From an optimization exercise on the open Yosys and OpenROAD flow, aimed at small area and a short achievable clock period; shortcuts taken in it are not production practice.
In this exercise RTL edits were held to simulation tests only and were not proved equivalent to the original.
No driver is modelled on the clock port, so clock power and skew are understated where the tree is cut down; a real chip needs a root buffer or a tree.

==> exp/yarrow: inputs <==
// chk_unit
module chk_unit (
    input  wire        clk,
    input  wire        rst,
    input  wire        in_valid,
    input  wire        in_first,
    input  wire        in_last,
    input  wire [2:0]  in_code,
    input  wire [63:0] in_data,
    input  wire [3:0]  in_nbytes,
    input  wire [2:0]  in_tail,
    output wire        out_valid,
    output wire [31:0] out_value
);
export LEC_CHECK = 0
export CAP_MARGIN = 20
export CORE_MARGIN = 4
export CORE_UTILIZATION = 60
export GPL_TIMING_DRIVEN = 0
export SLEW_MARGIN = 20
export SYNTH_HIERARCHICAL = 1
create_clock -name core_clock -period 40.0 [get_ports {clk}]
standard.sh (not shown) runs the stock make flow with config.mk's settings and CLKGATE_MAP_FILE= SYNTH_SCRIPT=/design/flow/synth_recipe.tcl, a recipe that flattens the netlist after the stock synthesis.
==> flow/flow/run.sh <==
#!/bin/bash
# Standard synthesis and placement (port buffers of buf_1 cells), then
# flow/cts.tcl: a two-level clock tree, buf_2 output port buffers and
# dfxtp_2 for the flip-flops behind them; then the standard routing and finish.
set -euo pipefail
export BUFFER_PORTS_ARGS="-buffer_cell sky130_fd_sc_hd__buf_1"
bash standard.sh synth > synth.log 2>&1
bash standard.sh place > place.log 2>&1
RES=$PWD/orfs/results/sky130hd/chk_unit/base
RES=$RES CTS_CELL=sky130_fd_sc_hd__clkbuf_8 CTS_NBUF=4 CTS_SUB=2 CTS_SUB_CELL=sky130_fd_sc_hd__clkbuf_16 OUT_BUF_CELL=sky130_fd_sc_hd__buf_2 OUT_FF_CELL=sky130_fd_sc_hd__dfxtp_2 FANOUT_FF_CELL=sky130_fd_sc_hd__dfxtp_4 FANOUT_FF_MIN=12 IN_BUF_CELL=sky130_fd_sc_hd__buf_2 IN_BUF_MIN=3 openroad -no_init -exit flow/cts.tcl > cts.log 2>&1
cp $RES/4_1_cts.odb $RES/4_cts.odb
bash standard.sh > layout.log 2>&1
==> flow/flow/cts.tcl <==
# Clock tree: the clock port drives a few clkbuf_16, each driving one cluster
# of flip-flops (k-means on their placed positions); then legalize.
set res $::env(RES)
set plat $::env(FLOW_HOME)/platforms/sky130hd
read_lef $plat/lef/sky130_fd_sc_hd.tlef
read_lef $plat/lef/sky130_fd_sc_hd_merged.lef
read_liberty $plat/lib/sky130_fd_sc_hd__tt_025C_1v80.lib
read_db $res/3_place.odb
read_sdc $res/3_place.sdc
source $plat/setRC.tcl
set nclu $::env(CTS_NBUF)
set block [ord::get_db_block]
set db [ord::get_db]
set clk [$block findNet clk]
set sinks {}
foreach it [$clk getITerms] { lappend sinks $it }
set n [llength $sinks]
puts "clock sinks: $n, clusters: $nclu"
# balanced k-means on points (xs, ys): returns list of cluster ids
proc kmeans {xs ys nclu} {
  set n [llength $xs]
  set order [lsort -real -indices $xs]
  set cx {}; set cy {}
  for {set k 0} {$k < $nclu} {incr k} {
    set i [lindex $order [expr {int(($k+0.5)*$n/$nclu)}]]
    lappend cx [lindex $xs $i]; lappend cy [lindex $ys $i]
  }
  set cap [expr {int(ceil(double($n)/$nclu))+2}]
  set asg [lrepeat $n 0]
  for {set iter 0} {$iter < 50} {incr iter} {
    set pairs {}
    for {set i 0} {$i < $n} {incr i} {
      for {set k 0} {$k < $nclu} {incr k} {
        set d [expr {abs([lindex $xs $i]-[lindex $cx $k]) + abs([lindex $ys $i]-[lindex $cy $k])}]
        lappend pairs [list $d $i $k]
      }
    }
    set pairs [lsort -real -index 0 $pairs]
    set asg [lrepeat $n -1]; set cnt [lrepeat $nclu 0]
    foreach p $pairs {
      lassign $p d i k
      if {[lindex $asg $i] >= 0} continue
      if {[lindex $cnt $k] >= $cap} continue
      lset asg $i $k; lset cnt $k [expr {[lindex $cnt $k]+1}]
    }
    set sx [lrepeat $nclu 0.0]; set sy [lrepeat $nclu 0.0]
    for {set i 0} {$i < $n} {incr i} {
      set k [lindex $asg $i]
      lset sx $k [expr {[lindex $sx $k]+[lindex $xs $i]}]
      lset sy $k [expr {[lindex $sy $k]+[lindex $ys $i]}]
    }
    for {set k 0} {$k < $nclu} {incr k} {
      if {[lindex $cnt $k] > 0} {
        lset cx $k [expr {[lindex $sx $k]/[lindex $cnt $k]}]
        lset cy $k [expr {[lindex $sy $k]/[lindex $cnt $k]}]
      }
    }
  }
  return [list $asg $cx $cy]
}
set xs {}; set ys {}
foreach it $sinks {
  set b [[$it getInst] getBBox]
  lappend xs [expr {([$b xMin]+[$b xMax])/2.0}]
  lappend ys [expr {([$b yMin]+[$b yMax])/2.0}]
}
lassign [kmeans $xs $ys $nclu] asg cx cy
set master [$db findMaster $::env(CTS_CELL)]
set w [$master getWidth]; set h [$master getHeight]
set nsub [expr {[info exists ::env(CTS_SUB)] ? $::env(CTS_SUB) : 1}]
proc mkbuf {name x y in {mname ""}} {
  global block master w h db
  set m $master
  if {$mname ne ""} { set m [$db findMaster $mname] }
  set w [$m getWidth]; set h [$m getHeight]
  set inst [odb::dbInst_create $block $m $name]
  $inst setLocation [expr {int($x - $w/2)}] [expr {int($y - $h/2)}]
  $inst setPlacementStatus PLACED
  set net [odb::dbNet_create $block "${name}_net"]
  $net setSigType CLOCK
  [$inst findITerm A] connect $in
  [$inst findITerm X] connect $net
  return $net
}
for {set k 0} {$k < $nclu} {incr k} {
  set idx {}
  for {set i 0} {$i < $n} {incr i} { if {[lindex $asg $i] == $k} { lappend idx $i } }
  if {$nsub <= 1} {
    set net [mkbuf "cts_buf_$k" [lindex $cx $k] [lindex $cy $k] $clk]
    foreach i $idx { set it [lindex $sinks $i]; $it disconnect; $it connect $net }
  } else {
    set sx {}; set sy {}
    foreach i $idx { lappend sx [lindex $xs $i]; lappend sy [lindex $ys $i] }
    lassign [kmeans $sx $sy $nsub] sasg scx scy
    # first-level buffer at the middle of its sub-cluster buffers
    set mx 0.0; set my 0.0
    for {set m 0} {$m < $nsub} {incr m} { set mx [expr {$mx+[lindex $scx $m]/$nsub}]; set my [expr {$my+[lindex $scy $m]/$nsub}] }
    set top [mkbuf "cts_buf_$k" $mx $my $clk]
    for {set m 0} {$m < $nsub} {incr m} {
      set net [mkbuf "cts_buf_${k}_$m" [lindex $scx $m] [lindex $scy $m] $top $::env(CTS_SUB_CELL)]
      for {set j 0} {$j < [llength $idx]} {incr j} {
        if {[lindex $sasg $j] == $m} { set it [lindex $sinks [lindex $idx $j]]; $it disconnect; $it connect $net }
      }
    }
  }
}
# optional: other cells for the output port buffers and for the flip-flops
# that drive them
foreach port [get_ports out_*] {
  set net [$block findNet [get_full_name $port]]
  foreach it [$net getITerms] {
    if {![$it isOutputSignal]} continue
    set buf [$it getInst]
    if {[info exists ::env(OUT_BUF_CELL)] && $::env(OUT_BUF_CELL) ne ""} {
      replace_cell [$buf getName] $::env(OUT_BUF_CELL)
    }
    set in [[$buf findITerm A] getNet]
    foreach it2 [$in getITerms] {
      if {![$it2 isOutputSignal]} continue
      set drv [$it2 getInst]
      if {[info exists ::env(OUT_FF_CELL)] && $::env(OUT_FF_CELL) ne ""
          && [string match "sky130_fd_sc_hd__dfxtp_*" [[$drv getMaster] getName]]} {
        replace_cell [$drv getName] $::env(OUT_FF_CELL)
      }
    }
  }
}
# optional: stronger flip-flops where one drives many loads, and stronger
# input port buffers where one drives several loads
if {[info exists ::env(FANOUT_FF_CELL)] && $::env(FANOUT_FF_CELL) ne ""} {
  foreach inst [$block getInsts] {
    if {![string match "sky130_fd_sc_hd__dfxtp_*" [[$inst getMaster] getName]]} continue
    set q [$inst findITerm Q]
    set net [$q getNet]
    if {$net eq "NULL"} continue
    if {[llength [$net getITerms]] - 1 >= $::env(FANOUT_FF_MIN)} { replace_cell [$inst getName] $::env(FANOUT_FF_CELL) }
  }
}
if {[info exists ::env(IN_BUF_CELL)] && $::env(IN_BUF_CELL) ne ""} {
  foreach port [get_ports in_*] {
    set net [$block findNet [get_full_name $port]]
    foreach it [$net getITerms] {
      set buf [$it getInst]
      set out [[$buf findITerm X] getNet]
      if {[llength [$out getITerms]] - 1 >= $::env(IN_BUF_MIN)} { replace_cell [$buf getName] $::env(IN_BUF_CELL) }
    }
  }
}
detailed_placement
check_placement -verbose
set_propagated_clock [all_clocks]
estimate_parasitics -placement
report_clock_skew
set mx 0
foreach p [all_registers -clock_pins] { set v [get_property $p slew_max]; if {$v > $mx} { set mx $v } }
puts "max clock pin slew (placement estimate): $mx"
report_check_types -max_slew -violators
report_checks -path_delay max -digits 3
write_db $res/4_1_cts.odb
write_sdc $res/4_cts.sdc
==> exp/amber (differences from exp/yarrow) <==
==> flow/flow/run.sh (replaced) <==
#!/bin/bash
# Standard synthesis and placement (port buffers of buf_1 cells), then
# flow/cts.tcl: a one-level clock tree, buf_2 output port buffers and
# dfxtp_2 for the flip-flops behind them; then the standard routing and finish.
set -euo pipefail
export BUFFER_PORTS_ARGS="-buffer_cell sky130_fd_sc_hd__buf_1"
bash standard.sh synth > synth.log 2>&1
bash standard.sh place > place.log 2>&1
RES=$PWD/orfs/results/sky130hd/chk_unit/base
RES=$RES CTS_CELL=sky130_fd_sc_hd__clkbuf_16 CTS_NBUF=4 CTS_SUB=1 OUT_BUF_CELL=sky130_fd_sc_hd__buf_2 OUT_FF_CELL=sky130_fd_sc_hd__dfxtp_2 FANOUT_FF_CELL=sky130_fd_sc_hd__dfxtp_4 FANOUT_FF_MIN=12 IN_BUF_CELL=sky130_fd_sc_hd__buf_2 IN_BUF_MIN=3 openroad -no_init -exit flow/cts.tcl > cts.log 2>&1
cp $RES/4_1_cts.odb $RES/4_cts.odb
bash standard.sh > layout.log 2>&1
==> qor summary <==
| item | exp/amber | exp/yarrow |
|---|---|---|
| Critical Path AT | 8.75 ns | 0.77 ns |
| CP Buf/Inv Count | 2 | 1 |
| Required time of the worst setup path | 40.06 ns | 32.00 ns |
| Overall via count from detail_route | 14800 | 15100 |
| Capture point of the worst path | s_q[1]$_DFF_P_ | out_value[5] |
| Worst Setup End Kind | flip-flop | output pin |
| Max incr delay on CP | 0.97 ns | 0.36 ns |
| Sequential fraction of total cell area | 17.2% | 17.0% |
| GRT Util Overall | 44.6% | 44.9% |
| Antenna diode instance count | 1 | 3 |
| Worst Path Max Fanout | 23 | 2 |
| Wire length per cell | 28.7 µm | 28.7 µm |
| Result of the run | finished clean | finished clean |
| Met1 GRT Util | 57.5% | 57.9% |
No run of this note takes its clock network from TritonCTS; it comes from the design's own scripts or RTL.

-- re-timing with driven ports --
In the flow no input, the clock included, has a driving cell. The finished layouts below were timed again as built, in two steps. Step 1 sets driving cells, clkbuf_16 on the clock port and buf_2 on the other inputs (assumed; they add their load-dependent delay and slew). Step 2 moves the port delays by t, midway between the first and last clock arrival at a register: inputs arrive t later, outputs are due t later. That takes back most of the time a late clock gives input paths. Three values: ideal ports, drivers, drivers and shift; two values: the first two.
| run | t, ns | slack for setup (ns) | worst setup path at the end | worst slew at a driven data input, ns | cell pins on the clock port's net |
|---|---|---|---|---|---|
| exp/yarrow | 0.368 | 31.229 / 31.138 / 31.213 | input to register | 0.05 | 4 |
| exp/amber | 0.278 | 31.311 / 31.224 / 31.155 | input to register | 0.05 | 4 |
After both steps every run listed still meets setup and hold. The setup slack of exp/amber, which loses most, moves by -0.087 ns with the drivers and by -0.156 ns with both steps.
